From an optimization exercise on the open Yosys and OpenROAD flow, aimed at small area, a short achievable clock period and few clock cycles per item; shortcuts taken in it are not production practice. At most, simulation tests tie the RTL to the original design; equivalence was not proved. No functional check of the RTL was part of runs 6 and 7. Power is estimated from default activity; no workload was simulated.

==> flow/design.v <==
module contone_block_dec (
    input  wire       clk,
    input  wire       rst,           
    input  wire       in_valid,      
    output reg        in_ready,
    input  wire [7:0] in_data,
    input  wire       n_valid,       
    output reg        n_ready,
    input  wire [7:0] n_data,
    input  wire       n_sol,         
    output reg        out_valid,     
    input  wire       out_ready,
    output reg  [7:0] out_data,
    output reg        out_last       
);
    reg  [23:0] bb;                  
    reg  [4:0]  bn;
    wire        in_fire = in_valid & in_ready;
    wire [1:0]  bm  = bn[4:3];
    wire [2:0]  pad = bn[2:0];
    reg  [21:0] bw;                      
    always @(*) begin
        case (bm)
            2'd0:    bw = {bb[6:0], 15'd0};
            2'd1:    bw = {bb[14:0], 7'd0};
            2'd2:    bw = bb[22:1];
            default: bw = {7'd0, bb[23:9]};
        endcase
    end
    wire [21:0] bws = bw >> pad;
    wire [14:0] win = bws[14:0];         
    wire [7:0]  hdr = (bm == 2'd3) ? bb[23:16] : (bm == 2'd2) ? bb[15:8] : bb[7:0];
    reg         active;              
    reg         kzero, kesc;         
    reg  [1:0]  sel_p;
    reg  [2:0]  sel_k;
    reg  [5:0]  cnt;                 
    reg  [1:0]  qa;                  
    reg         tv;
    reg  [7:0]  tz;
    reg  [3:0]  tp;                  
    reg         traw, tlast;
    reg         nv;
    reg  [7:0]  nr;
    reg         nsol;
    reg  [7:0]  nwp;                 
    reg  [8:0]  nd;                  
    reg         ndz;                 
    reg         sv;                  
    reg  [7:0]  sd;
    reg         sl;
    wire        fire = tv & nv & ~sv;
    wire        tadv = ~tv | fire;
    wire        n_fire = n_valid & n_ready;
    wire        ones8 = &win[14:7];
    reg  [7:0]  oh;                  
    reg  [2:0]  q;
    integer     qi;
    always @(*) begin
        oh = 8'd0;
        q  = 3'd0;
        for (qi = 7; qi >= 0; qi = qi - 1)
            if (!win[14-qi]) begin
                oh = 8'd1 << qi;
                q  = qi[2:0];
            end
    end
    reg  [6:0]  tail;                
    integer     ti;
    always @(*) begin
        tail = 7'd0;
        for (ti = 0; ti < 8; ti = ti + 1)
            if (oh[ti]) tail = tail | ((win << (ti + 1)) >> 8);
    end
    wire [11:0] zq     = {qa, q, tail} >> (3'd7 - sel_k);
    wire [5:0]  lim    = {1'b0, bn} - 6'd1 - {3'd0, sel_k};      
    reg  [7:0]  fq;                      
    integer     fi;
    always @(*)
        for (fi = 0; fi < 8; fi = fi + 1)
            fq[fi] = !lim[5] && (lim[4:0] >= fi);
    wire        fits   = |(oh & fq);
    wire        bn8    = (bn >= 5'd8);
    reg  [3:0]  lq;                  
    always @(*) begin
        case ({lim[2:0], q})
            6'd0: lq = 4'd0;
            6'd1: lq = 4'd15;
            6'd2: lq = 4'd14;
            6'd3: lq = 4'd13;
            6'd4: lq = 4'd12;
            6'd5: lq = 4'd11;
            6'd6: lq = 4'd10;
            6'd7: lq = 4'd9;
            6'd8: lq = 4'd1;
            6'd9: lq = 4'd0;
            6'd10: lq = 4'd15;
            6'd11: lq = 4'd14;
            6'd12: lq = 4'd13;
            6'd13: lq = 4'd12;
            6'd14: lq = 4'd11;
            6'd15: lq = 4'd10;
            6'd16: lq = 4'd2;
            6'd17: lq = 4'd1;
            6'd18: lq = 4'd0;
            6'd19: lq = 4'd15;
            6'd20: lq = 4'd14;
            6'd21: lq = 4'd13;
            6'd22: lq = 4'd12;
            6'd23: lq = 4'd11;
            6'd24: lq = 4'd3;
            6'd25: lq = 4'd2;
            6'd26: lq = 4'd1;
            6'd27: lq = 4'd0;
            6'd28: lq = 4'd15;
            6'd29: lq = 4'd14;
            6'd30: lq = 4'd13;
            6'd31: lq = 4'd12;
            6'd32: lq = 4'd4;
            6'd33: lq = 4'd3;
            6'd34: lq = 4'd2;
            6'd35: lq = 4'd1;
            6'd36: lq = 4'd0;
            6'd37: lq = 4'd15;
            6'd38: lq = 4'd14;
            6'd39: lq = 4'd13;
            6'd40: lq = 4'd5;
            6'd41: lq = 4'd4;
            6'd42: lq = 4'd3;
            6'd43: lq = 4'd2;
            6'd44: lq = 4'd1;
            6'd45: lq = 4'd0;
            6'd46: lq = 4'd15;
            6'd47: lq = 4'd14;
            6'd48: lq = 4'd6;
            6'd49: lq = 4'd5;
            6'd50: lq = 4'd4;
            6'd51: lq = 4'd3;
            6'd52: lq = 4'd2;
            6'd53: lq = 4'd1;
            6'd54: lq = 4'd0;
            6'd55: lq = 4'd15;
            6'd56: lq = 4'd7;
            6'd57: lq = 4'd6;
            6'd58: lq = 4'd5;
            6'd59: lq = 4'd4;
            6'd60: lq = 4'd3;
            6'd61: lq = 4'd2;
            6'd62: lq = 4'd1;
            6'd63: lq = 4'd0;
            default: lq = 4'd0;
        endcase
    end
    wire [4:0]  bn_code = {lim[4:3] - {1'b0, lq[3]}, lq[2:0]};
    reg         emit, take_hdr, chunk;
    reg  [7:0]  z;
    reg         raw;
    reg  [4:0]  bna;                 
    reg         code_go;             
    reg  [4:0]  bnx;                 
    always @(*) begin
        emit = 1'b0; take_hdr = 1'b0; chunk = 1'b0;
        z = zq[7:0]; raw = 1'b0; bna = bn; code_go = 1'b0; bnx = bn;
        if (!active) begin
            if (bn8) begin
                take_hdr = 1'b1;
                bna = {bm - 2'd1, 3'd0};
                bnx = {bm - 2'd1, 3'd0};
            end
        end else if (kzero) begin
            z    = 8'd0;
            emit = tadv;
        end else if (kesc || qa == 2'd3) begin
            z   = win[14:7];
            raw = kesc;
            if (bn8 && tadv) begin
                emit = 1'b1;
                bna  = bn - 5'd8;
                bnx  = bn - 5'd8;
            end
        end else if (ones8) begin
            chunk = 1'b1;
            bna   = bn - 5'd8;
            bnx   = bn - 5'd8;
        end else if (fits && tadv) begin
            emit = 1'b1;
            code_go = 1'b1;
            bna  = bn_code;
        end
    end
    wire [1:0]  hif  = lim[4:3] + {1'b0, in_fire};
    wire [1:0]  hif1 = hif - 2'd1;
    wire [4:0]  bnx8 = in_fire ? bnx + 5'd8 : bnx;
    wire [4:0]  bn_n = code_go ? {lq[3] ? hif1 : hif, lq[2:0]} : bnx8;
    reg  [7:0]  rq0, rq1;                
    integer     ri;
    always @(*)
        for (ri = 0; ri < 8; ri = ri + 1) begin
            rq0[ri] = ({1'b0, lim[4:0]} <= 6'd16 + ri);
            rq1[ri] = ({1'b0, lim[4:0]} <= 6'd8 + ri);
        end
    reg         room;
    always @(*) begin
        if (code_go)
            room = |(oh & (in_fire ? rq1 : rq0));
        else
            room = in_fire ? (bnx <= 5'd8) : (bnx <= 5'd16);
    end
    wire [7:0]  w  = out_data;
    wire [7:0]  nn = nr;
    wire [7:0]  nw = nwp;
    wire        a   = w < nn;            
    wire        wlt = w < nw;            
    wire        wgt = w > nw;            
    wire        d   = nd[8] | ndz;       
    wire        f   = !nd[8];            
    wire        case1 = !wgt & d;        
    wire        case2 = !wlt & f & !case1;  
    wire [7:0]  e   = tz[0] ? ~{1'b0, tz[7:1]} : {1'b0, tz[7:1]};
    wire [7:0]  ra  = w + e;             
    wire [7:0]  rk  = nn + e;            
    wire        p2  = tp[2];
    wire [8:0]  x1 = p2 ? {1'b0, nn} : nd;
    wire [8:0]  x3 = p2 ? {e, 1'b0} : {e[7], e};
    wire [8:0]  x4 = {1'b0, w};
    wire [8:0]  s2 = x1 ^ x3 ^ x4;
    wire [8:0]  c2 = {(x1[7:0] & x3[7:0]) | (x1[7:0] & x4[7:0]) | (x3[7:0] & x4[7:0]), 1'b0};
    wire [8:0]  rc = s2 + c2;
    reg  [7:0]  cur;
    always @(*) begin
        if (traw)
            cur = tz;
        else if (nsol)
            cur = rk;
        else if (tp[0])
            cur = ra;
        else if (tp[1])
            cur = rk;
        else if (tp[2])
            cur = rc[8:1];
        else
            cur = case1 ? (a ? ra : rk) : case2 ? (a ? rk : ra) : rc[7:0];
    end
    wire        tv_n = emit | (tv & ~fire);
    wire        nv_n = n_fire | (nv & ~fire);
    reg         sv_n;
    always @(*) begin
        sv_n = sv;
        if (sv) begin
            if (!out_valid || out_ready) sv_n = 1'b0;
        end else if (fire && out_valid && !out_ready)
            sv_n = 1'b1;
    end
    always @(posedge clk) begin
        if (in_fire)
            bb <= {bb[15:0], in_data};
        if (take_hdr) begin
            kzero <= hdr[6] & ~hdr[7];
            kesc  <= hdr[7];
            sel_p <= hdr[5:4];
            sel_k <= hdr[2:0];
        end
        if (take_hdr || emit)
            qa <= 2'd0;
        else if (chunk)
            qa <= qa + 2'd1;
        if (take_hdr)
            cnt <= 6'd0;
        else if (emit)
            cnt <= cnt + 6'd1;
        if (emit) begin
            tz    <= z;
            tp    <= 4'd1 << sel_p;
            traw  <= raw;
            tlast <= (cnt == 6'd63);
        end
        if (n_fire) begin
            nr   <= n_data;
            nsol <= n_sol;
            nd   <= {1'b0, n_data} - {1'b0, nr};
            ndz  <= (n_data == nr);
        end
        if (fire)
            nwp <= nr;
        if (sv) begin
            if (!out_valid || out_ready) begin
                out_data <= sd;
                out_last <= sl;
            end
        end else if (fire) begin
            if (!out_valid || out_ready) begin
                out_data <= cur;
                out_last <= tlast;
            end else begin
                sd <= cur;
                sl <= tlast;
            end
        end
        if (rst) begin
            bn        <= 5'd0;
            in_ready  <= 1'b1;
            active    <= 1'b0;
            tv        <= 1'b0;
            nv        <= 1'b0;
            n_ready   <= 1'b1;
            sv        <= 1'b0;
            out_valid <= 1'b0;
        end else begin
            bn       <= bn_n;
            in_ready <= room;
            if (take_hdr)
                active <= 1'b1;
            else if (emit && cnt == 6'd63)
                active <= 1'b0;
            tv      <= tv_n;
            nv      <= nv_n;
            n_ready <= ~nv_n | (tv_n & ~sv_n);
            sv      <= sv_n;
            if (sv || fire)
                out_valid <= 1'b1;
            else if (out_ready)
                out_valid <= 1'b0;
        end
    end
endmodule
==> flow/flow/run.sh <==
#!/bin/bash
# Standard layout with three changes after the standard synthesis: the
# slow delay buffers are not used for repair and port buffers, every port
# gets a plain buffer, and timing repair aims for 7.9 ns of setup slack.
set -euo pipefail
bash standard.sh synth > synth.log 2>&1
export DONT_USE_CELLS="sky130_fd_sc_hd__clkdlybuf4s15_1 sky130_fd_sc_hd__clkdlybuf4s15_2 sky130_fd_sc_hd__clkdlybuf4s18_1 sky130_fd_sc_hd__clkdlybuf4s18_2 sky130_fd_sc_hd__clkdlybuf4s25_1 sky130_fd_sc_hd__clkdlybuf4s25_2 sky130_fd_sc_hd__clkdlybuf4s50_1 sky130_fd_sc_hd__clkdlybuf4s50_2"
export BUFFER_PORTS_ARGS="-buffer_cell sky130_fd_sc_hd__buf_4"
export SETUP_SLACK_MARGIN=7.9
bash standard.sh > layout.log 2>&1
==> flow/standard.sh <==
#!/bin/bash
# synth_recipe.tcl (not shown) runs the flow's synth.tcl, then flattens the netlist and writes it again
# the make line also repeats each setting of config.mk as NAME=value (left out here)
make -C /OpenROAD-flow-scripts/flow DESIGN_CONFIG=/design/flow/config.mk WORK_HOME=/design/flow/orfs CLKGATE_MAP_FILE= SYNTH_SCRIPT=/design/flow/synth_recipe.tcl "${@:-finish}"
==> flow/config.mk <==
export PLATFORM = sky130hd
export DESIGN_NAME = contone_block_dec
export DESIGN_NICKNAME = contone_block_dec
export VERILOG_FILES = /design/flow/design.v
export SDC_FILE = /design/flow/constraint.sdc
export NUM_CORES = 4
export LEC_CHECK = 0
export ABC_AREA = 1
export CAP_MARGIN = 20
export CORE_MARGIN = 2
export CORE_UTILIZATION = 40
export SLEW_MARGIN = 20
==> flow/constraint.sdc <==
create_clock -name core_clock -period 12.0 [get_ports {clk}]
set_input_delay 2.4000 -clock core_clock [delete_from_list [all_inputs] [get_ports {clk}]]
set_output_delay 2.4000 -clock core_clock [all_outputs]
set_load 0.01 [all_outputs]
==> results of run 1 <==
[state kept, by name (all words and copies together), names as in the netlist, 2 cells and up]
name / flops
sel_p: 2
cnt: 6
nwp: 8
sd: 8
bb: 24
sel_k: 3
nd: 9
bn: 5
out_data: 8
nr: 8
tp: 3
tz: 8
qa: 2
[cell families (layout without fill, tap and decap cells)]
kind of cell               count (synthesis)  count (layout)  share of synthesized area
DFF                                      109             109                      0.300
and+or+nand+nor                          777             778                      0.348
adders and majority gates                 76              76                      0.102
xor gates and xnor gates                  43              43                     0.0386
buffers and inverters                    231             258                     0.0960
AOI/OAI and AO/OA                        211             211                      0.115
[metal layers]
layer / wire length, um / vias to the layer above / GRT usage
li1: - / 4833 / -
met1: 12700 / 4411 / 0.286
met2: 13500 / 272 / 0.367
met3: 1360 / 46 / 0.0240
met4: 653 / 0 / 0.0526
met5: 0 / - / 0
[placed cells by master (no fill, tap or decap), types with 6 or more instances in the layout]
cell        netlist  final
a21oi_1          68     68
buf_4             4     57
clkbuf_16         0      9
clkinvlp_4        0      6
dfxtp_1          20     16
edfxtp_1         89     89
fa_1             13     13
ha_1             63     60
inv_1           164    160
inv_2            11     12
nand2_1         430    429
nand2_2          10     11
nand2_4          10     10
nand3_1         170    170
nand3_2          23     23
nand4_1          22     22
nor2_1           85     85
o211ai_1         11     11
o21ai_0          90     86
o21ai_1          12     15
xnor2_1          12     11
xor2_1           30     29
[stage by stage]
step	util	area (um^2)	hold slack, ns
2_1_floorplan	-	10200	0.427
3_3_place_gp	0.422	10600	0.450
3_5_place_dp	0.422	10600	0.471
4_1_cts	0.437	11000	0.483
5_1_grt	0.445	11200	0.504
6_report	0.445	11200	0.480
[cells in the mapped netlist, types with 3 or more instances]
| cell | n | area share |
|---|---|---|
| a211oi_1 | 3 | 0.0022 |
| a21boi_0 | 3 | 0.0022 |
| a21o_1 | 3 | 0.0022 |
| a21oi_1 | 68 | 0.033 |
| a22oi_1 | 3 | 0.0022 |
| buf_1 | 4 | 0.0015 |
| buf_2 | 11 | 0.0054 |
| buf_4 | 4 | 0.0029 |
| buf_6 | 9 | 0.0099 |
| clkbuf_1 | 20 | 0.0073 |
| clkinv_1 | 5 | 0.0018 |
| dfxtp_1 | 20 | 0.039 |
| edfxtp_1 | 89 | 0.26 |
| fa_1 | 13 | 0.025 |
| ha_1 | 63 | 0.077 |
| inv_1 | 164 | 0.060 |
| inv_2 | 11 | 0.0040 |
| nand2_1 | 430 | 0.16 |
| nand2_2 | 10 | 0.0061 |
| nand2_4 | 10 | 0.011 |
| nand3_1 | 170 | 0.083 |
| nand3_2 | 23 | 0.023 |
| nand3b_1 | 4 | 0.0029 |
| nand4_1 | 22 | 0.013 |
| nor2_1 | 85 | 0.031 |
| nor2_4 | 4 | 0.0044 |
| nor3_1 | 5 | 0.0024 |
| o211ai_1 | 11 | 0.0081 |
| o21ai_0 | 90 | 0.044 |
| o21ai_1 | 12 | 0.0059 |
| or2_1 | 5 | 0.0031 |
| xnor2_1 | 12 | 0.010 |
| xor2_1 | 30 | 0.026 |
[worst max-delay path: stages]
cell and delay, ns:
buf_4 0.11, ha_1 0.34, a21oi_1 0.14, o21ai_0 0.14
a21oi_1 0.21, nor2_1 0.06, nor2_1 0.16, inv_1 0.06
a21oi_1 0.13, o21ai_0 0.11, xor2_1 0.15
[report_power, final]
part	internal, mW	total [mW]	switching (mW)
Sequential	0.540	0.643	0.104
Combinational	0.803	2.33	1.52
Clock	0.149	0.310	0.161
Total	1.49	3.28	1.79
[repair_timing]
item                       4_1_cts  5_1_grt
setup endpoints to repair       26       44
pin swaps                        0        4
buffers inserted                 5       16
resized for setup                5       21
cloned                           2        1
[final timing paths]
check / from / to / slack, ns / depth (start not counted)
worst max-delay path: n_data[2] / nd[7]$_DFFE_PP_ / 8.10 / 11
worst min-delay path: tlast$_DFFE_PP_ / sl$_DFFE_PP_ / 0.48 / 0
worst max register to register: sel_k[2]$_DFFE_PP_ / tp[2]$_SDFFCE_PN0P_ / 8.25 / 18
worst min register to register: tlast$_DFFE_PP_ / sl$_DFFE_PP_ / 0.48 / 0
[area by class of cell]
class / count / area share
multi-input combinational: 1108 / 0.558
clock buffer: 9 / 0.0201
inverter: 182 / 0.0633
clock inverter: 7 / 0.00648
timing repair inverter: 2 / 0.000893
sequential: 109 / 0.275
tap: 330 / 0.0369
timing repair buffer: 58 / 0.0392
==> run notes, run 1 <==
outcome=finished clean; routed len/inst=15.6 um; Setup crit end kind=flip-flop; post-synth net total=1545; Top-Level Pins=34; initial drt markers=939; count of distinct cell types in the synthesized netlist=56; Top FF cell, synth=edfxtp_1; routed vias=about 9600; Max Buffers Root-to-Sink=2; total power=about 3.3 mW; Highest Clock Rate=256 MHz; fin crit share=0.325; Setup Skew=0.0112 ns; Avg Cell Area, Syn=7.07 um^2; die height=164 um; CP startpoint kind=input pin; Fin Setup TNS=0 ns; PD cells=293 mW/mm^2; hold crit path type=flip-flop to flip-flop; cell area after synthesis=0.0102 mm^2; final setup fails=0; peak supply drop=about 0.00019 V; leakage=about 5.3 nW; Filler cells=2604; initial antenna violation count=0; Synth Warn #=1; Total Die Area=0.0269 mm^2; largest net degree at the start of global routing=34; 1st-pass router iterations=8; kind of critical path=input pin to flip-flop; # DRC=0; Area growth, synth to finish=9.52%; CTS tree=yes; Setup WS pre-CTS=7.39 ns; WL final=28200 um; Storage cell area=0.00308 mm^2; first-pass GRT wire length=approximately 45000 um; worst-path fanout max=4; GR Overflow Total=0; Clock Latency Late Sink=roughly 0.36 ns; EDFF count, synth=89; routed vias/inst=5.30; I/O Buffers=33; synthesis-stage register bit count=109; worst relative slew slack=0.285; hpwl dp=21200 um; sequential share of the synthesized area=0.300; H-tree depth=3; Period minus WS final=slightly below 4 ns; Least-Margin Pin Slew=approximately 1.1 ns; Slew Limit Fails=0; Post-DRT Antenna Nets=0; share of cells above drive strength 1=0.113; clock transition at the registers of the reported paths=0.08 ns; Async SR Flop Fraction=0; final cell count without fillers=approximately 1800; unrepaired setup endpoints after global routing=yes; number of buffers created by CTS=9; Gate Count Post-Synth=1447; ant diodes=0; die width=164 um; Clock Sinks=109; Placeable Area=0.0252 mm^2; crit path DAT=4.01 ns; Row Count=58; max cap viols=0; placed cell count=1765; # hold bufs at CTS=0; Hold Fails Final Rpt=0; CTS root buffer=clkbuf_16; worst setup margin=8.10 ns; number of global-route vias before repair=8662; Nets=about 1600; Worst EP required=12.10 ns; total track usage=0.213; multi-input logic area=0.00626 mm^2; GPL Wtd Cong=0.897; Initial Util=0.406
Testbench counts, summed over its fixed seeds: cycles 169,781, blocks 2,560.
==> run 2: changes to the inputs <==
--- a/flow/flow/run.sh
+++ b/flow/flow/run.sh
@@ -3,3 +3,3 @@
 # slow delay buffers are not used for repair and port buffers, every port
-# gets a plain buffer, and timing repair aims for 7.9 ns of setup slack.
+# gets a plain buffer, and timing repair aims for 8.2 ns of setup slack.
 set -euo pipefail
@@ -8,3 +8,3 @@
 export BUFFER_PORTS_ARGS="-buffer_cell sky130_fd_sc_hd__buf_4"
-export SETUP_SLACK_MARGIN=7.9
+export SETUP_SLACK_MARGIN=8.2
 bash standard.sh > layout.log 2>&1
--- a/flow/config.mk
+++ b/flow/config.mk
@@ -10,3 +10,3 @@
 export CORE_MARGIN = 2
-export CORE_UTILIZATION = 40
+export CORE_UTILIZATION = 55
 export SLEW_MARGIN = 20
==> run 2 against run 1 <==
Effect of this change: non-clock buffer count grew 23; total power grew 6.2%; setup slack gained 0.22 ns; clock skew is essentially flat; cell count shrank 4.3%; core utilization grew 19 points; combinational power grew 8.6%; synthesized cell count is the same; synthesized area is the same; die area shrank 27%.
==> run notes, run 2 <==
Area growth, synth to finish=12.4%; final setup fails=0; Clock Sinks=between 100 and 150; post-synth net total=1545; Slew Limit Fails=0; # hold bufs at CTS=0; CTS root buffer=clkbuf_16; hpwl dp=21300 um; number of global-route vias before repair=9201; largest net degree at the start of global routing=34; Top Registers=bb: 24 flops, nd: 9 flops; H-tree depth=3; ranking of synthesized cells by area=edfxtp_1, nand2_1, nand3_1; Buf+Inv Stages, Crit Path=2; CP startpoint kind=input pin; Avg Cell Area, Syn=about 7.1 um^2; Gate Count Post-Synth=1447; WL final=approximately 30000 um; initial antenna violation count=0; share of cells above drive strength 1=0.147; max cap viols=0; multi-input logic area=0.00644 mm^2; Top reg by flops=bb; GR Overflow Total=0; Worst EP required=between 10 and 15 ns; Setup WS pre-CTS=7.57 ns; clock transition at the registers of the reported paths=0.08 ns; EDFF count, synth=89; 1st-pass router iterations=6; crit path DAT=3.79 ns; I/O Buffers=33; Post-DRT Antenna Nets=0; share of the synthesized area in the top cell type=0.261; kind of critical path=input pin to flip-flop; fin crit share=0.307; routed len/inst=16.9 um; Highest Clock Rate=272 MHz; post-synth top area cell=edfxtp_1; cell family contributing the most delay on the critical path=compound AO/OA/AOI/OAI gates; Largest stage delay, worst path=0.41 ns; Storage cell area=0.00309 mm^2; Setup crit end kind=flip-flop; Initial Util=0.566; commonest non-fill, non-tap cell in the layout=nand2_1; Top FF cell, synth=edfxtp_1; PD cells=303 mW/mm^2; worst setup margin=approximately 8.3 ns; ant diodes=0; leakage=5.45 nW; Clock Latency Late Sink=0.37 ns; most common cell in the synthesized netlist=nand2_1; # DRC=0; outcome=finished clean; cell area after synthesis=between 0.01 and 0.015 mm^2; worst-path fanout max=3; worst-path cell with the longest stage delay=a211oi_1; worst relative slew slack=0.361; routed vias/inst=5.72; routed vias=9886; max reg flops=24; Nets=about 1600; Total Die Area=0.0197 mm^2; count of distinct cell types in the synthesized netlist=56; die width=140 um; Top-Level Pins=34; die height=around 140 um; Async SR Flop Fraction=0; hold crit path type=flip-flop to flip-flop; total track usage=0.296; Cell Chain, Critical Path=buf_4 -> inv_1 -> ha_1 -> fa_1 -> nor2_1 -> a211oi_1 -> o21ai_0 -> xor2_1; highest-count cells in the layout ignoring fill and taps=nand2_1, nand3_1, inv_1; Period minus WS final=3.68 ns; Placeable Area=~0.018 mm^2; synthesis-stage register bit count=about 110; number of buffers created by CTS=9; initial drt markers=937; peak supply drop=0.000169 V; Filler cells=roughly 1700; GPL Wtd Cong=around 0.93; Setup Skew=0.0107 ns; Synth Warn #=1; Max Buffers Root-to-Sink=2; most common library cells after synthesis=nand2_1, nand3_1, inv_1; sequential share of the synthesized area=0.300; unrepaired setup endpoints after global routing=no; Hold Fails Final Rpt=0; Row Count=49; Fin Setup TNS=0 ns; Least-Margin Pin Slew=around 0.96 ns; CTS tree=yes; first-pass GRT wire length=46400 um
==> run 2: cell counts after synthesis <==
No cell type changed its count.
==> run 2: kinds of logic after synthesis <==
family / Yosys count / synth area share
adders and majority gates: 76 / 0.102
buffers and inverters: 231 / 0.0960
and+or+nand+nor: 777 / 0.348
xor gates and xnor gates: 43 / 0.0386
AOI/OAI and AO/OA: 211 / 0.115
DFF: 109 / 0.300
==> run 2: area by class of cell <==
class	count	area share
multi-input combinational	1108	0.560
sequential	109	0.269
inverter	182	0.0624
timing repair buffer	81	0.0558
tap	229	0.0249
clock buffer	9	0.0196
clock inverter	7	0.00729
timing repair inverter	3	0.00131
==> run 2: final timing paths <==
check | startpoint | end | slack [ns] | cells past startpoint
min | cnt[5]$_SDFFE_PP0P_ | cnt[5]$_SDFFE_PP0P_ | 0.47 | 2
max reg2reg | tz[0]$_DFFE_PP_ | out_data[7]$_DFFE_PP_ | 8.42 | 24
min reg2reg | cnt[5]$_SDFFE_PP0P_ | cnt[5]$_SDFFE_PP0P_ | 0.47 | 2
max | n_data[0] | nd[6]$_DFFE_PP_ | 8.32 | 8
==> run 2: where the power goes <==
group	total (mW)	internal, mW	switching [mW]
sequential	0.643	0.541	0.102
clock	0.312	0.151	0.162
combinational	2.53	0.904	1.62
total	3.48	1.60	1.89
==> run 2: worst reg2reg max path, stage by stage, from the launching register on <==
cell      delay, ns
edfxtp_1       0.36
buf_4          0.18
buf_6          0.16
xnor2_4        0.20
inv_1          0.12
o21ai_2        0.14
fa_1           0.42
inv_1          0.07
ha_2           0.30
a21oi_2        0.16
o21ai_2        0.08
a21oi_1        0.12
o21ai_1        0.08
xnor2_1        0.23
o21ai_0        0.11
nand2_1        0.07
nand2_1        0.04
o21ai_0        0.09
nand2_1        0.07
nand2_1        0.06
nand2_1        0.05
nand2_1        0.05
nand2_1        0.07
nand2_1        0.06
nand2_1        0.05
==> run 2: layer usage <==
| metal | vias to the layer above | wire (um) | track usage |
|---|---|---|---|
| met4 | 0 | 1660 | 0.161 |
| li1 | 4899 | - | - |
| met2 | 391 | 14000 | 0.506 |
| met1 | 4482 | 11800 | 0.359 |
| met5 | - | 0 | 0 |
| met3 | 114 | 1790 | 0.0451 |
==> run 2: timing repair <==
action / 4_1_cts / 5_1_grt
resized for setup: 17 / 53
pin swaps: 2 / 9
setup buffers: 8 / 34
cloned: 3 / 2
setup endpoints to repair: 44 / 48
==> run 2: through the flow <==
step	utilization	total power [mW]	cells	cell area [um^2]	hold WS, ns
floorplan	-	2.35	1447	10300	0.427
global placement	0.584	2.86	1665	10600	0.452
detailed placement	0.584	2.89	1665	10600	0.460
CTS	0.610	3.27	1692	11000	0.471
global route	0.636	3.82	1728	11500	0.487
finish	0.636	3.48	1728	11500	0.467
==> run 3: changes to the inputs <==
--- a/flow/config.mk
+++ b/flow/config.mk
@@ -10,3 +10,3 @@
 export CORE_MARGIN = 2
-export CORE_UTILIZATION = 55
+export CORE_UTILIZATION = 40
 export SLEW_MARGIN = 20
==> run 3 against run 2 <==
Effect of this change: still clean on timing, DRC and antenna; synthesized area unchanged; synthesized cell count unchanged; die area increased by 36%; clock skew increased by 0.0023 ns; sequential share of layout area decreased by 0.28 points; hold slack got worse by 0.0037 ns; maximum frequency decreased by 0.78%; sequential power decreased by 0.6%; highest routed layer unchanged.
==> run notes, run 3 <==
outcome=finished clean; 1st-pass router iterations=6; cell area after synthesis=0.0102 mm^2; Setup WS pre-CTS=7.64 ns; complex-gate fraction of the synthesized area=0.115; post-route cell area=between 0.01 and 0.015 mm^2; routed vias=9813; highest-count cells in the layout ignoring fill and taps=nand2_1, nand3_1, inv_1; PD cells=299 mW/mm^2; count of distinct cell types in the synthesized netlist=56; CTS root buffer=clkbuf_16; Buf+Inv Stages, Crit Path=2; routed len/inst=between 15 and 20 um; worst-path fanout max=4; Setup Skew=approximately 0.013 ns; max cap viols=0; synthesis-stage register bit count=109; EDFF count, synth=89; post-synth top area cell=edfxtp_1; Fin Setup TNS=0 ns; Clock Sinks=~110; number of buffers created by CTS=9; Largest stage delay, worst path=0.25 ns; Highest Clock Rate=about 270 MHz; Top FF cell, synth=edfxtp_1; max reg flops=24; share of the synthesized area in the top cell type=0.261; Area growth, synth to finish=13.5%; commonest non-fill, non-tap cell in the layout=nand2_1; GR Overflow Total=0; Placeable Area=0.0252 mm^2; I/O Buffers=33; Initial Util=0.406; Post-DRT Antenna Nets=0; sequential share of the synthesized area=0.300; adder and majority gate portion of the synthesized area=0.102; Total Die Area=roughly 0.027 mm^2; Worst EP required=12.10 ns; Period minus WS final=~3.7 ns; # DRC=0; post-synth net total=approximately 1500; CP startpoint kind=input pin; synthesized-area fraction occupied by and/or/nand/nor cells=0.348; Filler cells=2546; Async SR Flop Fraction=0; multiplexer area fraction after synthesis=0; most common library cells after synthesis=nand2_1, nand3_1, inv_1; placed standard-cell area=0.0107 mm^2; routed vias/inst=5.37; die width=164 um; hpwl dp=21500 um; largest net degree at the start of global routing=34; ranking of synthesized cells by area=edfxtp_1, nand2_1, nand3_1; Synth Warn #=1; initial antenna violation count=0; clock transition at the registers of the reported paths=0.07 ns; Nets=approximately 1600; Crit path top cell by count=a21oi_1; unrepaired setup endpoints after global routing=no; most common cell in the synthesized netlist=nand2_1; final setup fails=0; total track usage=0.219; hold slack=0.463 ns; Top-Level Pins=34; worst relative slew slack=0.426; share of cells above drive strength 1=0.144; Slew Limit Fails=0; Setup crit end kind=flip-flop; largest family of logic cells by synthesized area=simple AND/OR/NAND/NOR gates; worst setup margin=8.29 ns; Avg Cell Area, Syn=7.07 um^2; Max Buffers Root-to-Sink=2; Least-Margin Pin Slew=0.860 ns; CTS tree=yes; number of global-route vias before repair=9045; xor/xnor cell area share of the yosys netlist=0.0386; hold crit path type=flip-flop to flip-flop; WL final=29000 um; peak supply drop=0.000238 V; Gate Count Post-Synth=1447; Hold Fails Final Rpt=0; kind of critical path=input pin to flip-flop; initial drt markers=953; leakage=roughly 5.5 nW; worst-path cell with the longest stage delay=ha_4; ant diodes=0; crit path DAT=roughly 3.8 ns; GPL Wtd Cong=around 0.95; Top Registers=bb: 24 flops, nd: 9 flops; Row Count=58; H-tree depth=3; Cell Chain, Critical Path=buf_4 -> ha_4 -> a21oi_1 -> o21ai_1 -> a21oi_2 -> nor2_1 -> nor2_2 -> inv_1 -> a21oi_1 -> o21ai_0 -> xor2_1; fin crit share=0.309; die height=164 um; cell family contributing the most delay on the critical path=compound AO/OA/AOI/OAI gates; first-pass GRT wire length=around 47000 um; Clock Latency Late Sink=around 0.37 ns; Top reg by flops=bb
[run 3: worst register-to-register path, cell delays in order, from the launching register on]
cell	delay (ns)
edfxtp_1	0.36
buf_4	0.18
buf_6	0.16
xnor2_4	0.20
nand2_1	0.07
o21ai_1	0.12
fa_1	0.44
buf_4	0.16
fa_2	0.37
o21ai_2	0.19
a21oi_1	0.08
o21ai_1	0.15
xnor2_1	0.15
o21ai_0	0.10
nand2_1	0.07
nand2_1	0.05
o21ai_1	0.10
nand2_1	0.07
nand2_1	0.06
nand2_1	0.05
nand2_1	0.05
nand2_1	0.06
nand2_1	0.06
nand2_1	0.05
[run 3: cells by family after synthesis]
logic type | count (synthesis)
AO/OA/AOI/OAI | 211
buffers and inverters | 231
adder cells (fa/ha/maj) | 76
flip-flops | 109
XOR/XNOR | 43
AND/OR/NAND/NOR | 777
[run 3: worst paths after layout]
path,startpoint,end,slack (ns),cells after the start
worst max-delay path,n_data[2],nd[7]$_DFFE_PP_,8.29,11
worst min-delay path,cnt[5]$_SDFFE_PP0P_,cnt[5]$_SDFFE_PP0P_,0.46,2
worst max register to register,tz[0]$_DFFE_PP_,out_data[7]$_DFFE_PP_,8.43,23
worst min register to register,cnt[5]$_SDFFE_PP0P_,cnt[5]$_SDFFE_PP0P_,0.46,2
[run 3: cell type report]
type	count	area, um^2	share of cell area
Clock buffer	9	225	0.0194
Clock inverter	7	109	0.00938
Inverter	182	718	0.0619
Multi-Input combinational cell	1108	6420	0.553
Sequential cell	109	3090	0.266
Tap cell	330	413	0.0356
Timing Repair Buffer	81	624	0.0538
Timing Repair inverter	2	10.0	0.000862
[run 3: repair_timing]
action | 4_1_cts | 5_1_grt
gates resized for setup | 15 | 50
pin swaps | 2 | 8
gates cloned | 2 | 1
setup endpoints to repair | 43 | 55
setup buffers | 8 | 35
hold buffers | 0 | 0
[run 3: power by group]
| part | switching (mW) | internal, mW | total (mW) |
|---|---|---|---|
| sequential | 0.0989 | 0.540 | 0.639 |
| clock | 0.154 | 0.187 | 0.341 |
| combinational | 1.60 | 0.884 | 2.49 |
| total | 1.86 | 1.61 | 3.47 |
[run 3: layer usage]
metal	vias up	track usage	share of wire
li1	4890	-	-
met1	4545	0.289	0.44
met2	330	0.367	0.47
met3	48	0.0328	0.058
met4	0	0.0742	0.029
met5	-	0	0
[run 3: metrics by stage]
| stage | utilization | power [mW] | cells |
|---|---|---|---|
| final | 0.461 | 3.47 | 1828 |
| after global routing | 0.461 | 3.82 | 1828 |
| after CTS | 0.443 | 3.28 | 1792 |
| after detailed placement | 0.425 | 2.89 | 1766 |
| after global placement | 0.425 | 2.86 | 1766 |
| after floorplan | - | 2.35 | 1447 |
==> run 4: changes to the inputs <==
--- a/flow/config.mk
+++ b/flow/config.mk
@@ -11,2 +11,3 @@
 export CORE_UTILIZATION = 40
+export GPL_TIMING_DRIVEN = 1
 export SLEW_MARGIN = 20
==> run 4 against run 3 <==
Effect of this change: still clean on timing, DRC and antenna; maximum frequency unchanged; core utilization unchanged; wire length stayed put; synthesized area did not move; first-iteration DRC count stayed put; sequential power about the same; via count unchanged; combinational power about the same; cell count unchanged; global-route usage is the same; synthesized cell count unchanged.
==> run notes, run 4 <==
hold slack=0.463 ns; Setup crit end kind=flip-flop; Area growth, synth to finish=13.5%; Top reg by flops=bb; Storage cell area=0.00309 mm^2; PD cells=between 200 and 300 mW/mm^2; Nets=roughly 1600; kind of critical path=input pin to flip-flop; Cell Chain, Critical Path=buf_4 -> ha_4 -> a21oi_1 -> o21ai_1 -> a21oi_2 -> nor2_1 -> nor2_2 -> inv_1 -> a21oi_1 -> o21ai_0 -> xor2_1; WL final=around 29000 um; Least-Margin Pin Slew=~0.86 ns; number of buffers created by CTS=9; Logic pwr share=0.717; Gate Count Post-Synth=1447; Slew Limit Fails=0; Post-DRT Antenna Nets=0; sw frac=0.535; Seq pwr share=0.184; clock transition at the registers of the reported paths=0.07 ns; Top-Level Pins=34; 1st-pass router iterations=6; multi-input logic area=roughly 0.0064 mm^2; outcome=finished clean; worst relative slew slack=0.426; Async SR Flop Fraction=0; fin crit share=0.309; Largest stage delay, worst path=0.25 ns; sw power=1.86 mW; Avg Cell Area, Syn=7.07 um^2; Top Registers=bb: 24 flops, nd: 9 flops; worst setup margin=~8.3 ns; ant diodes=0; post-route cell area=between 0.01 and 0.015 mm^2; most common library cells after synthesis=nand2_1, nand3_1, inv_1; count of distinct cell types in the synthesized netlist=56; post-synth net total=1545; CTS tree=yes; max reg flops=24; Row Count=between 50 and 60; Worst EP required=12.10 ns; Total Die Area=approximately 0.027 mm^2; Setup Skew=between 0.01 and 0.015 ns; most common cell in the synthesized netlist=nand2_1; unrepaired setup endpoints after global routing=no; worst-path cell with the longest stage delay=ha_4; GPL Wtd Cong=~0.95; internal power=1.61 mW; share of the synthesized area in the top cell type=0.261; Setup WS pre-CTS=7.64 ns; initial antenna violation count=0; Top FF cell, synth=edfxtp_1; # DRC=0; Clock Latency Late Sink=0.37 ns; die height=164 um; first-pass GRT wire length=46500 um; Post-Route Utilization=0.461; routed vias/inst=5.37; synthesis-stage register bit count=109; CTS root buffer=clkbuf_16; Highest Clock Rate=270 MHz; Clock Sinks=109; max cap viols=0; number of global-route vias before repair=around 9000; Synth Warn #=1; hold crit path type=flip-flop to flip-flop; EDFF count, synth=89; share of cells above drive strength 1=0.144; placed standard-cell area=0.0107 mm^2; final setup fails=0; Period minus WS final=3.71 ns; total track usage=0.219; I/O Buffers=33; Placeable Area=0.0252 mm^2; hpwl dp=21500 um; GR Overflow Total=0; ranking of synthesized cells by area=edfxtp_1, nand2_1, nand3_1; clock share of power=0.098; Filler cells=2546; sequential share of the synthesized area=0.300; Max Buffers Root-to-Sink=2; peak supply drop=0.000238 V; CP startpoint kind=input pin; worst-path fanout max=4; initial drt markers=953; routed vias=9813; Hold Fails Final Rpt=0; highest-count cells in the layout ignoring fill and taps=nand2_1, nand3_1, inv_1; Initial Util=0.406; routed len/inst=15.8 um; crit path DAT=3.81 ns; largest net degree at the start of global routing=34; leakage=around 5.5 nW; H-tree depth=3; cell area after synthesis=0.0102 mm^2; commonest non-fill, non-tap cell in the layout=nand2_1; post-synth top area cell=edfxtp_1; Fin Setup TNS=0 ns; flop-to-flop setup slack=8.43 ns; Crit path top cell by count=a21oi_1; die width=164 um
run 4: worst paths after layout:
path,to,cells past startpoint,startpoint
max,nd[7]$_DFFE_PP_,11,n_data[2]
min,cnt[5]$_SDFFE_PP0P_,2,cnt[5]$_SDFFE_PP0P_
max reg2reg,out_data[7]$_DFFE_PP_,23,tz[0]$_DFFE_PP_
min reg2reg,cnt[5]$_SDFFE_PP0P_,2,cnt[5]$_SDFFE_PP0P_
run 4: per-stage QoR:
stage          cells  total power, mW
3_3_place_gp    1766             2.86
3_5_place_dp    1766             2.89
6_report        1828             3.47
2_1_floorplan   1447             2.35
4_1_cts         1792             3.28
5_1_grt         1828             3.82
run 4: cells by family after synthesis:
kind of cell    Yosys count  share of synthesized area
compound gates          211                      0.115
xor+xnor                 43                     0.0386
fa+ha+maj                76                      0.102
buf+inv                 231                     0.0960
flops                   109                      0.300
simple gates            777                      0.348
run 4: routing by layer:
layer | vias up | global-route usage | wire length, um
li1 | 4890 | - | -
met1 | 4545 | 0.289 | 12700
met2 | 330 | 0.367 | 13700
met3 | 48 | 0.0328 | 1680
met4 | 0 | 0.0742 | 827
met5 | - | 0 | 0
run 4: repair_timing:
action / 4_1_cts / 5_1_grt
hold buffers: 0 / 0
gates cloned: 2 / 1
buffers inserted: 8 / 35
setup endpoints to repair: 43 / 55
pin swaps: 2 / 8
resized for setup: 15 / 50
run 4: power by group through the flow:
stage,sequential (mW),clock [mW],combinational [mW]
floorplan,0.593,0,1.76
global placement,0.663,0,2.20
detailed placement,0.664,0,2.22
CTS,0.639,0.347,2.30
global route,0.650,0.361,2.81
finish,0.639,0.341,2.49
run 4: area by class of cell:
type | count | area share
multi-input combinational | 1108 | 0.553
sequential | 109 | 0.266
inverter | 182 | 0.0619
timing repair buffer | 81 | 0.0538
tap | 330 | 0.0356
clock buffer | 9 | 0.0194
clock inverter | 7 | 0.00938
timing repair inverter | 2 | 0.000862
run 4: worst max-delay path, delay by kind of cell:
family	cells	cell delay, ns
and+or+nand+nor	2	0.21
xor gates and xnor gates	1	0.16
adders and majority gates	1	0.25
AOI/OAI and AO/OA	5	0.63
buffers and inverters	2	0.17
==> run 5: changes to the inputs <==
--- a/flow/design.v
+++ b/flow/design.v
@@ -40,3 +40,3 @@
     reg  [7:0]  tz;
-    reg  [3:0]  tp;                  
+    reg  [1:0]  tp;
     reg         traw, tlast;
@@ -221,3 +221,3 @@
     wire [7:0]  rk  = nn + e;            
-    wire        p2  = tp[2];
+    wire        p2  = (tp == 2'd2);
     wire [8:0]  x1 = p2 ? {1'b0, nn} : nd;
@@ -234,10 +234,8 @@
             cur = rk;
-        else if (tp[0])
-            cur = ra;
-        else if (tp[1])
-            cur = rk;
-        else if (tp[2])
-            cur = rc[8:1];
-        else
-            cur = case1 ? (a ? ra : rk) : case2 ? (a ? rk : ra) : rc[7:0];
+        else case (tp)
+            2'd0:    cur = ra;
+            2'd1:    cur = rk;
+            2'd2:    cur = rc[8:1];
+            default: cur = case1 ? (a ? ra : rk) : case2 ? (a ? rk : ra) : rc[7:0];
+        endcase
     end
@@ -272,3 +270,3 @@
             tz    <= z;
-            tp    <= 4'd1 << sel_p;
+            tp    <= sel_p;
             traw  <= raw;
--- a/flow/config.mk
+++ b/flow/config.mk
@@ -11,3 +11,2 @@
 export CORE_UTILIZATION = 40
-export GPL_TIMING_DRIVEN = 1
 export SLEW_MARGIN = 20
==> run 5 against run 4 <==
Effect of this change: total power is 1.5% lower; clock skew rose by 0.0075 ns; maximum frequency shrank 0.22%; wire length grew 5.1%; sequential power decreased by 1%; flip-flop and latch count shrank 1; synthesized area shrank 2.7%.
==> run notes, run 5 <==
Row Count=57; cell family contributing the most delay on the critical path=compound AO/OA/AOI/OAI gates; share of cells above drive strength 1=0.144; die height=162 um; max cap viols=0; initial drt markers=801; Clock Latency Late Sink=0.37 ns; CTS tree=yes; hold crit path type=flip-flop to flip-flop; total track usage=0.231; # DRC=0; Setup WS pre-CTS=between 7 and 8 ns; EDFF count, synth=88; hpwl dp=21900 um; kind of critical path=input pin to flip-flop; highest-count cells in the layout ignoring fill and taps=nand2_1, nand3_1, inv_1; number of global-route vias before repair=roughly 9000; Post-DRT Antenna Nets=0; post-route cell area=0.0115 mm^2; ranking of synthesized cells by area=edfxtp_1, nand2_1, nand3_1; count of distinct cell types in the synthesized netlist=51; routed vias=9852; CTS root buffer=clkbuf_16; most common cell in the synthesized netlist=nand2_1; commonest non-fill, non-tap cell in the layout=nand2_1; Nets=1577; Avg Cell Area, Syn=6.99 um^2; Synth Warn #=1; worst setup margin=8.28 ns; worst-path fanout max=4; GR Overflow Total=0; routed len/inst=16.9 um; placed standard-cell area=0.0104 mm^2; Setup crit end kind=flip-flop; final cell count without fillers=1807; crit path DAT=3.82 ns; Top reg by flops=bb; PD cells=298 mW/mm^2; Setup Skew=0.0204 ns; outcome=finished clean; Crit path top cell by count=a21oi_1; Period minus WS final=3.72 ns; Least-Margin Pin Slew=0.870 ns; I/O Buffers=33; sequential share of the synthesized area=0.306; routed vias/inst=5.45; Top Registers=bb: 24 flops, nd: 9 flops; Max Buffers Root-to-Sink=2; Fin Setup TNS=0 ns; Buf+Inv Stages, Crit Path=2; hold slack=0.432 ns; CP startpoint kind=input pin; largest net degree at the start of global routing=36; number of buffers created by CTS=9; share of the synthesized area in the top cell type=0.266; first-pass GRT wire length=48000 um; worst-path cell with the longest stage delay=ha_4; Gate Count Post-Synth=1423; fin crit share=0.310; WL final=between 30000 and 40000 um; Top FF cell, synth=edfxtp_1; ant diodes=0; Area growth, synth to finish=15.1%; Placeable Area=0.0244 mm^2; initial antenna violation count=0; cell area after synthesis=approximately 0.01 mm^2; Hold Fails Final Rpt=0; Largest stage delay, worst path=0.25 ns; 1st-pass router iterations=6; max reg flops=24; die width=162 um; Clock Sinks=108; clock transition at the registers of the reported paths=0.07 ns; Top-Level Pins=34; leakage=between 5 and 6 nW; unrepaired setup endpoints after global routing=yes; # hold bufs at CTS=0; most common library cells after synthesis=nand2_1, nand3_1, inv_1; H-tree depth=3; worst relative slew slack=0.420; Total Die Area=0.0262 mm^2; post-synth net total=1522; GPL Wtd Cong=roughly 0.93; synthesis-stage register bit count=108; Slew Limit Fails=0; Initial Util=0.408; Worst EP required=12.10 ns; peak supply drop=0.000180 V; final setup fails=0; post-synth top area cell=edfxtp_1; Async SR Flop Fraction=0; Highest Clock Rate=269 MHz; Cell Chain, Critical Path=buf_4 -> ha_4 -> a21oi_1 -> o21ai_1 -> a21oi_2 -> nor2_1 -> nor2_2 -> inv_1 -> a21oi_1 -> o21ai_0 -> xor2_1; placed cell count=1742
run 5: cell types whose count changed after synthesis, sizes merged, moves of 3 or more:
| cell | previous run | this run |
|---|---|---|
| nor3 | 6 | 11 |
| nand3 | 194 | 210 |
| nor2 | 91 | 96 |
| xor2 | 31 | 18 |
| o21ai | 104 | 95 |
| a31oi | 2 | 7 |
| buf | 29 | 24 |
| inv | 176 | 173 |
| nand2 | 450 | 418 |
| nand3b | 4 | 0 |
| or2 | 7 | 11 |
| nand4 | 22 | 19 |
| xnor2 | 12 | 17 |
| a21o | 3 | 0 |
run 5: kinds of logic (layout without fill, tap and decap cells):
group                      after synthesis  in the layout  share of synthesized area
buffers and inverters                  222            281                     0.0922
xor gates and xnor gates                35             35                     0.0308
AOI/OAI and AO/OA                      212            212                      0.120
adders and majority gates               77             77                      0.107
DFF                                    108            108                      0.306
and+or+nand+nor                        769            770                      0.345
run 5: final timing paths:
kind	slack, ns	from	depth (start not counted)	end
hold reg to reg	0.43	sel_p[1]$_DFFE_PP_	0	tp[1]$_DFFE_PP_
hold / removal	0.43	sel_p[1]$_DFFE_PP_	0	tp[1]$_DFFE_PP_
setup / recovery	8.28	n_data[2]	11	nd[7]$_DFFE_PP_
setup reg to reg	8.30	tp[0]$_DFFE_PP_	25	out_data[7]$_DFFE_PP_
run 5: what timing repair did:
action                     CTS  global route
cloned                       3             0
setup endpoints to repair   51            51
setup buffers               12            34
resized for setup           13            65
pin swaps                    3            19
run 5: area by class of cell:
type / instances / area, um^2
sequential: 108 / 3050
timing repair inverter: 2 / 10.0
inverter: 177 / 697
clock buffer: 9 / 225
clock inverter: 7 / 86.3
fill: 2452 / 12900
timing repair buffer: 86 / 687
tap: 324 / 405
multi-input combinational: 1094 / 6290
run 5: power by group:
| part | total (mW) | leakage (nW) | internal (mW) | switching [mW] |
|---|---|---|---|---|
| registers | 0.632 | 0.994 | 0.537 | 0.0958 |
| clock network | 0.316 | 0.151 | 0.151 | 0.165 |
| logic | 2.47 | 4.07 | 0.896 | 1.57 |
run 5: metrics by stage:
stage | utilization | power (mW)
6_report | 0.470 | 3.41
5_1_grt | 0.470 | 3.74
4_1_cts | 0.448 | 3.11
3_5_place_dp | 0.428 | 2.74
3_3_place_gp | 0.428 | 2.74
2_1_floorplan | - | 2.22
run 5: layer usage:
| layer | wire (um) | GRT usage | up-vias | part of all wire |
|---|---|---|---|---|
| met4 | 1340 | 0.0986 | 0 | 0.044 |
| li1 | - | - | 4865 | - |
| met5 | 0 | 0 | - | 0 |
| met2 | 14100 | 0.382 | 392 | 0.46 |
| met3 | 1910 | 0.0332 | 77 | 0.063 |
| met1 | 13100 | 0.302 | 4518 | 0.43 |
Testbench counts of run 5, summed over its fixed seeds: cycles 169,781, blocks 2,560.
==> run 6: changes to the inputs <==
--- a/flow/design.v
+++ b/flow/design.v
@@ -15,3 +15,3 @@
 );
-    reg  [23:0] bb;                  
+    reg  [21:0] bb;                  
     reg  [4:0]  bn;
@@ -25,4 +25,3 @@
             2'd1:    bw = {bb[14:0], 7'd0};
-            2'd2:    bw = bb[22:1];
-            default: bw = {7'd0, bb[23:9]};
+            default: bw = {1'b0, bb[21:1]};
         endcase
@@ -31,3 +30,3 @@
     wire [14:0] win = bws[14:0];         
-    wire [7:0]  hdr = (bm == 2'd3) ? bb[23:16] : (bm == 2'd2) ? bb[15:8] : bb[7:0];
+    wire [7:0]  hdr = bm[1] ? bb[15:8] : bb[7:0];
     reg         active;              
@@ -40,3 +39,3 @@
     reg  [7:0]  tz;
-    reg  [1:0]  tp;
+    reg  [3:0]  tp;                  
     reg         traw, tlast;
@@ -198,4 +197,4 @@
         for (ri = 0; ri < 8; ri = ri + 1) begin
-            rq0[ri] = ({1'b0, lim[4:0]} <= 6'd16 + ri);
-            rq1[ri] = ({1'b0, lim[4:0]} <= 6'd8 + ri);
+            rq0[ri] = ({1'b0, lim[4:0]} <= 6'd14 + ri);
+            rq1[ri] = ({1'b0, lim[4:0]} <= 6'd6 + ri);
         end
@@ -206,3 +205,3 @@
         else
-            room = in_fire ? (bnx <= 5'd8) : (bnx <= 5'd16);
+            room = in_fire ? (bnx <= 5'd6) : (bnx <= 5'd14);
     end
@@ -221,3 +220,3 @@
     wire [7:0]  rk  = nn + e;            
-    wire        p2  = (tp == 2'd2);
+    wire        p2  = tp[2];
     wire [8:0]  x1 = p2 ? {1'b0, nn} : nd;
@@ -234,8 +233,10 @@
             cur = rk;
-        else case (tp)
-            2'd0:    cur = ra;
-            2'd1:    cur = rk;
-            2'd2:    cur = rc[8:1];
-            default: cur = case1 ? (a ? ra : rk) : case2 ? (a ? rk : ra) : rc[7:0];
-        endcase
+        else if (tp[0])
+            cur = ra;
+        else if (tp[1])
+            cur = rk;
+        else if (tp[2])
+            cur = rc[8:1];
+        else
+            cur = case1 ? (a ? ra : rk) : case2 ? (a ? rk : ra) : rc[7:0];
     end
@@ -253,3 +254,3 @@
         if (in_fire)
-            bb <= {bb[15:0], in_data};
+            bb <= {bb[13:0], in_data};
         if (take_hdr) begin
@@ -270,3 +271,3 @@
             tz    <= z;
-            tp    <= sel_p;
+            tp    <= 4'd1 << sel_p;
             traw  <= raw;
==> run 6 against run 5 <==
Effect of this change: hold slack improved by 0.070 ns; clock-buffer cell count increased by 1; combinational power increased by 6%; global-route usage decreased by 0.61 points; highest routed layer unchanged; still clean; critical path depth unchanged; total power increased by 4.7%; register-to-register slack improved by 0.07 ns; wire length decreased by 4.4%; clock power increased by 4%; clock skew decreased by 0.013 ns; synthesized area increased by 1.5%.
==> run notes, run 6 <==
GR Overflow Total=0; I/O Buffers=33; outcome=finished clean; # hold bufs at CTS=0; Area growth, synth to finish=14.5%; Row Count=58; sequential share of the synthesized area=0.298; Max Buffers Root-to-Sink=2; worst-path cell with the longest stage delay=ha_4; Nets=1619; Synth Warn #=1; WL final=29100 um; post-synth net total=approximately 1600; Avg Cell Area, Syn=6.84 um^2; initial antenna violation count=0; Async SR Flop Fraction=0; Crit path top cell by count=a21oi_1; largest net degree at the start of global routing=27; ant diodes=0; CTS tree=yes; share of the synthesized area in the top cell type=0.259; count of distinct cell types in the synthesized netlist=50; unrepaired setup endpoints after global routing=yes; Hold Path Depth=0; total track usage=0.225; most common cell in the synthesized netlist=nand2_1; Least-Margin Pin Slew=0.991 ns; Setup Skew=0.00734 ns; Storage cell area=0.00302 mm^2; CTS root buffer=clkbuf_16; share of cells above drive strength 1=0.138; Top reg by flops=bb; Largest stage delay, worst path=around 0.25 ns; Clock Sinks=107; Post-Route Utilization=0.463; Fin Setup TNS=0 ns; Clock Latency Late Sink=0.37 ns; peak supply drop=0.000147 V; number of global-route vias before repair=9103; cell family contributing the most delay on the critical path=compound AO/OA/AOI/OAI gates; number of buffers created by CTS=9; kind of critical path=input pin to flip-flop; final setup fails=0; post-synth top area cell=edfxtp_1; leakage=5.49 nW; Top Registers=bb: 22 flops, nd: 9 flops; Highest Clock Rate=268 MHz; synthesis-stage register bit count=around 110; cell area after synthesis=just over 0.01 mm^2; hold slack=0.502 ns; # DRC=0; Cell Chain, Critical Path=buf_4 -> ha_4 -> a21oi_1 -> o21ai_1 -> a21oi_2 -> nor2_1 -> nor2_2 -> inv_1 -> a21oi_1 -> o21ai_0 -> xor2_1; Top FF cell, synth=edfxtp_1; ranking of synthesized cells by area=edfxtp_1, nand2_1, nand3_1; crit path DAT=3.85 ns; PD cells=between 300 and 400 mW/mm^2; EDFF count, synth=87; commonest non-fill, non-tap cell in the layout=nand2_1; multi-input logic area=0.00642 mm^2; hpwl dp=roughly 22000 um; fin crit share=0.311; Placeable Area=0.0250 mm^2; H-tree depth=3; routed vias/inst=5.19; worst-path fanout max=4; max reg flops=22; Initial Util=0.405; Buf+Inv Stages, Crit Path=2; Worst path depth=11; Slew Limit Fails=0; hold crit path type=flip-flop to flip-flop; max cap viols=0; Setup crit end kind=flip-flop; Period minus WS final=3.73 ns; most common library cells after synthesis=nand2_1, inv_1, nand3_1; highest-count cells in the layout ignoring fill and taps=nand2_1, inv_1, nand3_1; GPL Wtd Cong=approximately 0.93; routed len/inst=15.7 um; die height=163 um; Hold Fails Final Rpt=0; CP startpoint kind=input pin; Top-Level Pins=34; first-pass GRT wire length=approximately 47000 um; worst relative slew slack=0.335; routed vias=~9600; initial drt markers=686; 1st-pass router iterations=5; Filler cells=2561; die width=163 um; Worst EP required=12.12 ns; Post-DRT Antenna Nets=0; clock transition at the registers of the reported paths=0.09 ns; Register-to-Register Path Depth=26; Total Die Area=approximately 0.027 mm^2; Gate Count Post-Synth=1477
==> run 6: changes by cell type in the layout (fill, tap and decap cells not counted), moves of 5 or more <==
| cell | delta |
|---|---|
| nand2_1 | +73 |
| nand3_1 | -29 |
| inv_1 | +26 |
| buf_4 | -10 |
| nor2_4 | +7 |
| nand2_2 | +5 |
| or2_1 | -5 |
==> run 6: layer usage <==
metal / vias up / global-route usage / routed length (um) / share of wire
li1: 4920 / - / - / -
met1: 4411 / 0.288 / 12900 / 0.44
met2: 260 / 0.393 / 14100 / 0.49
met3: 44 / 0.0270 / 1370 / 0.047
met4: 0 / 0.0732 / 723 / 0.025
met5: - / 0 / 0 / 0
==> run 6: worst reg2reg max path, stage by stage, from the launching register on <==
cell      delay, ns
edfxtp_1       0.43
buf_6          0.17
xnor2_4        0.20
nand2_1        0.09
o21ai_2        0.08
fa_1           0.42
inv_1          0.07
ha_2           0.18
inv_2          0.04
fa_2           0.37
o21ai_4        0.17
nand2_2        0.07
a21oi_2        0.16
nor2_1         0.05
nand2_1        0.07
nand2_2        0.08
o21a_1         0.17
nand3_1        0.06
nand2_1        0.05
nand2_1        0.05
nand2_1        0.06
nand2_1        0.06
nand2_1        0.05
nand2_1        0.06
nand2_2        0.06
nand2_2        0.06
nand2_2        0.05
==> run 6: through the flow <==
step                      instance area, um^2  setup WS, ns  power, mW  std cells
after floorplan                         10200          8.10       2.39       1477
after global placement                  10600          6.85       2.92       1799
after CTS                               11200          8.20       3.36       1829
final                                   11600          8.27       3.58       1855
after global routing                    11600          8.08       3.94       1855
after detailed placement                10600          6.83       2.93       1799
==> run 6: report_power, final <==
part           switching, mW  leakage (nW)  internal [mW]  total [mW]
clock                  0.166         0.157          0.162       0.329
combinational           1.68          4.35          0.931        2.61
sequential             0.103         0.984          0.536       0.639
total                   1.95          5.49           1.63        3.58
==> run 6: timing repair <==
action	in CTS	in global routing
setup endpoints to repair	48	38
cloned	2	1
gates resized for setup	29	45
buffers inserted	12	25
pin swaps	4	8
==> run 6: cells by family after synthesis <==
kind of cell	count (synthesis)	synth area share
adder cells (fa/ha/maj)	77	0.105
AO/OA/AOI/OAI	201	0.110
buffers and inverters	244	0.0959
XOR/XNOR	38	0.0337
flip-flops	107	0.298
AND/OR/NAND/NOR	810	0.357
==> run 6: layout make-up <==
class,instances,area share
inverters,198,0.0663
repair buffers,75,0.0528
clock buffers,10,0.0216
clock inverters,6,0.00606
multi-input cells,1127,0.555
flip-flops and latches,107,0.261
repair inverters,2,0.000866
well taps,330,0.0357
==> run 6: worst paths after layout <==
path / slack [ns] / to / startpoint
min: 0.50 / bb[19]$_DFFE_PP_ / bb[11]$_DFFE_PP_
min reg2reg: 0.50 / bb[19]$_DFFE_PP_ / bb[11]$_DFFE_PP_
max: 8.27 / nd[7]$_DFFE_PP_ / n_data[2]
max reg2reg: 8.37 / out_data[7]$_DFFE_PP_ / tz[0]$_DFFE_PP_
==> run 7: changes to the inputs <==
--- a/flow/design.v
+++ b/flow/design.v
@@ -15,3 +15,3 @@
 );
-    reg  [21:0] bb;                  
+    reg  [23:0] bb;                  
     reg  [4:0]  bn;
@@ -20,13 +20,17 @@
     wire [2:0]  pad = bn[2:0];
-    reg  [21:0] bw;                      
+    reg  [3:0]  bmo;
+    reg  [7:0]  pado;
+    wire [21:0] bw = ({bb[6:0], 15'd0}  & {22{bmo[0]}})      
+                   | ({bb[14:0], 7'd0}  & {22{bmo[1]}})
+                   | (bb[22:1]          & {22{bmo[2]}})
+                   | ({7'd0, bb[23:9]}  & {22{bmo[3]}});
+    reg  [14:0] win;                     
+    integer     wi, wp;
     always @(*) begin
-        case (bm)
-            2'd0:    bw = {bb[6:0], 15'd0};
-            2'd1:    bw = {bb[14:0], 7'd0};
-            default: bw = {1'b0, bb[21:1]};
-        endcase
+        win = 15'd0;
+        for (wi = 0; wi < 15; wi = wi + 1)
+            for (wp = 0; wp < 8; wp = wp + 1)
+                win[wi] = win[wi] | (pado[wp] & bw[wi + wp]);
     end
-    wire [21:0] bws = bw >> pad;
-    wire [14:0] win = bws[14:0];         
-    wire [7:0]  hdr = bm[1] ? bb[15:8] : bb[7:0];
+    wire [7:0]  hdr = (bb[23:16] & {8{bmo[3]}}) | (bb[15:8] & {8{bmo[2]}}) | (bb[7:0] & {8{bmo[1]}});
     reg         active;              
@@ -197,4 +201,4 @@
         for (ri = 0; ri < 8; ri = ri + 1) begin
-            rq0[ri] = ({1'b0, lim[4:0]} <= 6'd14 + ri);
-            rq1[ri] = ({1'b0, lim[4:0]} <= 6'd6 + ri);
+            rq0[ri] = ({1'b0, lim[4:0]} <= 6'd16 + ri);
+            rq1[ri] = ({1'b0, lim[4:0]} <= 6'd8 + ri);
         end
@@ -205,3 +209,3 @@
         else
-            room = in_fire ? (bnx <= 5'd6) : (bnx <= 5'd14);
+            room = in_fire ? (bnx <= 5'd8) : (bnx <= 5'd16);
     end
@@ -254,3 +258,3 @@
         if (in_fire)
-            bb <= {bb[13:0], in_data};
+            bb <= {bb[15:0], in_data};
         if (take_hdr) begin
@@ -299,2 +303,4 @@
             bn        <= 5'd0;
+            bmo       <= 4'd1;
+            pado      <= 8'd1;
             in_ready  <= 1'b1;
@@ -308,2 +314,4 @@
             bn       <= bn_n;
+            bmo      <= code_go ? (lq[3] ? (4'd1 << hif1) : (4'd1 << hif)) : (4'd1 << bnx8[4:3]);
+            pado     <= code_go ? (8'd1 << lq[2:0]) : (8'd1 << bnx8[2:0]);
             in_ready <= room;
--- a/flow/flow/run.sh
+++ b/flow/flow/run.sh
@@ -3,3 +3,3 @@
 # slow delay buffers are not used for repair and port buffers, every port
-# gets a plain buffer, and timing repair aims for 8.2 ns of setup slack.
+# gets a plain buffer, and timing repair aims for 7.5 ns of setup slack.
 set -euo pipefail
@@ -8,3 +8,3 @@
 export BUFFER_PORTS_ARGS="-buffer_cell sky130_fd_sc_hd__buf_4"
-export SETUP_SLACK_MARGIN=8.2
+export SETUP_SLACK_MARGIN=7.5
 bash standard.sh > layout.log 2>&1
--- a/flow/config.mk
+++ b/flow/config.mk
@@ -7,3 +7,2 @@
 export LEC_CHECK = 0
-export ABC_AREA = 1
 export CAP_MARGIN = 20
==> run 7 against run 6 <==
Effect of this change: via count fell by 11%; die area decreased by 5.5%; still clean; synthesized cell count decreased by 29%; core utilization increased by 1.1 points; non-clock buffer count grew 16; design area shrank 4.1%; maximum frequency down 14%; critical path depth rose by 1; sequential power grew 11%.
==> run notes, run 7 <==
outcome=finished clean; # DRC=0; Hold Fails Final Rpt=0; Highest Clock Rate=230 MHz; Top reg by flops=bb; Post-DRT Antenna Nets=0; kind of critical path=input pin to flip-flop; hold crit path type=flip-flop to flip-flop; Buf+Inv Stages, Crit Path=3; Initial Util=0.407; worst-path cell with the longest stage delay=ha_1; max cap viols=0; crit path DAT=4.72 ns; Cell Chain, Critical Path=buf_4 -> nand2_1 -> clkinv_4 -> ha_1 -> nor2_1 -> nand2_1 -> o22ai_1 -> nand2b_1 -> mux2i_1 -> or2_2 -> inv_1 -> and2_1; Total Die Area=0.0251 mm^2; leakage=approximately 4.4 nW; CP startpoint kind=input pin; WL final=27100 um; unrepaired setup endpoints after global routing=yes; placed cell count=roughly 1400; post-synth top area cell=edfxtp_1; first-pass GRT wire length=42500 um; met2 GRT Util=0.369; number of buffers created by CTS=17; largest net degree at the start of global routing=32; Max Buffers Root-to-Sink=2; Post-Route Utilization=0.474; final setup fails=0; cell family contributing the most delay on the critical path=simple AND/OR/NAND/NOR gates; final cell count without fillers=1435; routed vias=8550; synthesis-stage register bit count=between 100 and 150; hpwl dp=roughly 20000 um; GR met3 Demand/Resource=0.0400; sequential share of the synthesized area=0.348; 1st-pass router iterations=7; peak supply drop=0.000172 V; post-route cell area=0.0111 mm^2; clock transition at the registers of the reported paths=0.06 ns; Period minus WS final=around 4.4 ns; die height=158 um; ranking of synthesized cells by area=edfxtp_1, ha_1, dfxtp_1; Setup Skew=about 0.012 ns; Least-Margin Pin Slew=0.963 ns; commonest non-fill, non-tap cell in the layout=buf_4; Largest stage delay, worst path=0.42 ns; Slew Limit Fails=0; H-tree depth=4; Area growth, synth to finish=16.4%; Async SR Flop Fraction=0; initial drt markers=783; Gate Count Post-Synth=1043; share of the synthesized area in the top cell type=0.281; post-synth net total=1136; Clock Sinks=121; Top Registers=bb: 24 flops, nd: 9 flops; initial antenna violation count=0; GRT busiest layer=met2; EDFF count, synth=89; Hold Path Depth=1; count of distinct cell types in the synthesized netlist=73; Register-to-Register Path Depth=19; fin crit share=0.363; number of global-route vias before repair=7907; Worst EP required=12.37 ns; Clock Latency Late Sink=~0.43 ns; placed standard-cell area=~0.010 mm^2; Placeable Area=0.0234 mm^2; Top-Level Pins=34; CTS root buffer=clkbuf_16; die width=around 160 um; ant diodes=0; Avg Cell Area, Syn=about 9.1 um^2; GPL Wtd Cong=0.892; Setup crit end kind=flip-flop; routing usage on met1=0.284; worst-path fanout max=31; routed len/inst=18.9 um; most common library cells after synthesis=edfxtp_1, inv_1, nor2_1; routed vias/inst=5.96; highest-count cells in the layout ignoring fill and taps=buf_4, edfxtp_1, inv_1; max reg flops=24; Top FF cell, synth=edfxtp_1; Row Count=56; most common cell in the synthesized netlist=edfxtp_1; worst relative slew slack=0.358; CTS tree=yes; Crit path top cell by count=nand2_1; Nets=approximately 1200; hold slack=0.458 ns; Fin Setup TNS=0 ns; I/O Buffers=33; share of cells above drive strength 1=0.152; Synth Warn #=1; total track usage=0.219; GR Overflow Total=0; cell area after synthesis=0.00953 mm^2; Worst path depth=12; PD cells=306 mW/mm^2
## run 7: changes by cell type after synthesis, sizes merged, moves of 20 or more
cell    before  now
nand2      495   79
nand3      181   18
inv        195   85
o22ai        1   44
o21ai       95   57
mux2i        0   27
a222oi       0   20
## run 7: final timing paths
check,start,endpoint,slack (ns)
hold / removal,cnt[4]$_SDFFE_PP0P_,cnt[4]$_SDFFE_PP0P_,0.46
setup / recovery,in_valid,bmo[1]$_SDFF_PP0_,7.65
hold reg to reg,cnt[4]$_SDFFE_PP0P_,cnt[4]$_SDFFE_PP0P_,0.46
setup reg to reg,bb[4]$_DFFE_PP_,bmo[1]$_SDFF_PP0_,7.70
## run 7: stage by stage
stage          setup slack [ns]  power, mW
2_1_floorplan              7.69       2.23
3_3_place_gp               6.79       2.70
3_5_place_dp               6.58       2.72
4_1_cts                    7.48       3.31
5_1_grt                    7.45       3.66
6_report                   7.65       3.39
## run 7: power breakdown
group | total, mW | internal [mW] | leakage (nW) | switching, mW
logic | 2.15 | 0.884 | 2.98 | 1.27
clock network | 0.531 | 0.312 | 0.299 | 0.218
registers | 0.707 | 0.590 | 1.11 | 0.117
## run 7: what timing repair did
| action | 4_1_cts | 5_1_grt |
|---|---|---|
| endpoints found under the setup margin | 26 | 32 |
| hold buffers | 0 | 0 |
| setup buffers | 25 | 18 |
| pin swaps | 10 | 3 |
| resized for setup | 9 | 15 |
## run 7: area by class of cell
type	count	area [um^2]
Clock buffer	21	514
Clock inverter	11	92.6
Fill cell	2292	12300
Inverter	90	343
Multi-Input combinational cell	782	5740
Sequential cell	121	3320
Tap cell	319	399
Timing Repair Buffer	91	683
## run 7: logic make-up after synthesis
kind of cell	share of synthesized area
adder cells (fa/ha/maj)	0.103
multiplexers	0.0500
XOR/XNOR	0.0414
AO/OA/AOI/OAI	0.244
buffers and inverters	0.0594
AND/OR/NAND/NOR	0.154
flip-flops	0.348
## run 7: worst reg2reg max path, delay by kind of cell, from the launching register on
kind	cells	cell delay, ns
AND/OR/NAND/NOR	9	2.05
AO/OA/AOI/OAI	5	0.94
buffers and inverters	3	0.54
flip-flops	1	0.44
adder cells (fa/ha/maj)	1	0.18
multiplexers	1	0.08
## run 7: per-layer routing
metal | part of all wire | vias up | wire length, um
met2 | 0.48 | 331 | 12900
li1 | - | 4096 | -
met4 | 0.024 | 0 | 650
met3 | 0.065 | 48 | 1760
met1 | 0.43 | 4075 | 11800
met5 | 0 | - | 0

==> separate check: timing with driven ports <==
No port has a modelled driver above. Below, the same layouts with a new extraction and two added sets of constraints.
Step 1 assumes that a clkbuf_16 drives the clock port and a buf_2 every other input.
Step 2 adds t to the input delays and takes it off the output delays; t is the mean of the earliest and latest rising clock arrival at the registers after step 1. Input paths then give back, and output paths get back, about the clock's delay inside the block.
Slacks: ideal / step 1 / step 2; pairs: ideal / step 1.
run | t (ns) | setup WS [ns] | hold WS [ns]
run 1 | 0.407 | 8.096 / 8.122 / 7.715 | 0.480 / 0.480 / 0.480
run 2 | 0.407 | 8.319 / 8.342 / 7.935 | 0.467 / 0.467 / 0.467
run 3 | 0.407 | 8.290 / 8.317 / 7.910 | 0.463 / 0.463 / 0.463
run 4 | 0.407 | 8.290 / 8.317 / 7.910 | 0.463 / 0.463 / 0.463
run 5 | 0.411 | 8.282 / 8.298 / 7.900 | 0.432 / 0.432 / 0.432
run 6 | 0.411 | 8.268 / 8.295 / 7.884 | 0.502 / 0.502 / 0.502
run 7 | 0.475 | 7.647 / 7.671 / 7.196 | 0.458 / 0.458 / 0.458
After both steps every run listed still meets setup and hold. The setup slack of run 7, which loses most, moves by +0.024 ns with the drivers and by -0.451 ns with both steps.
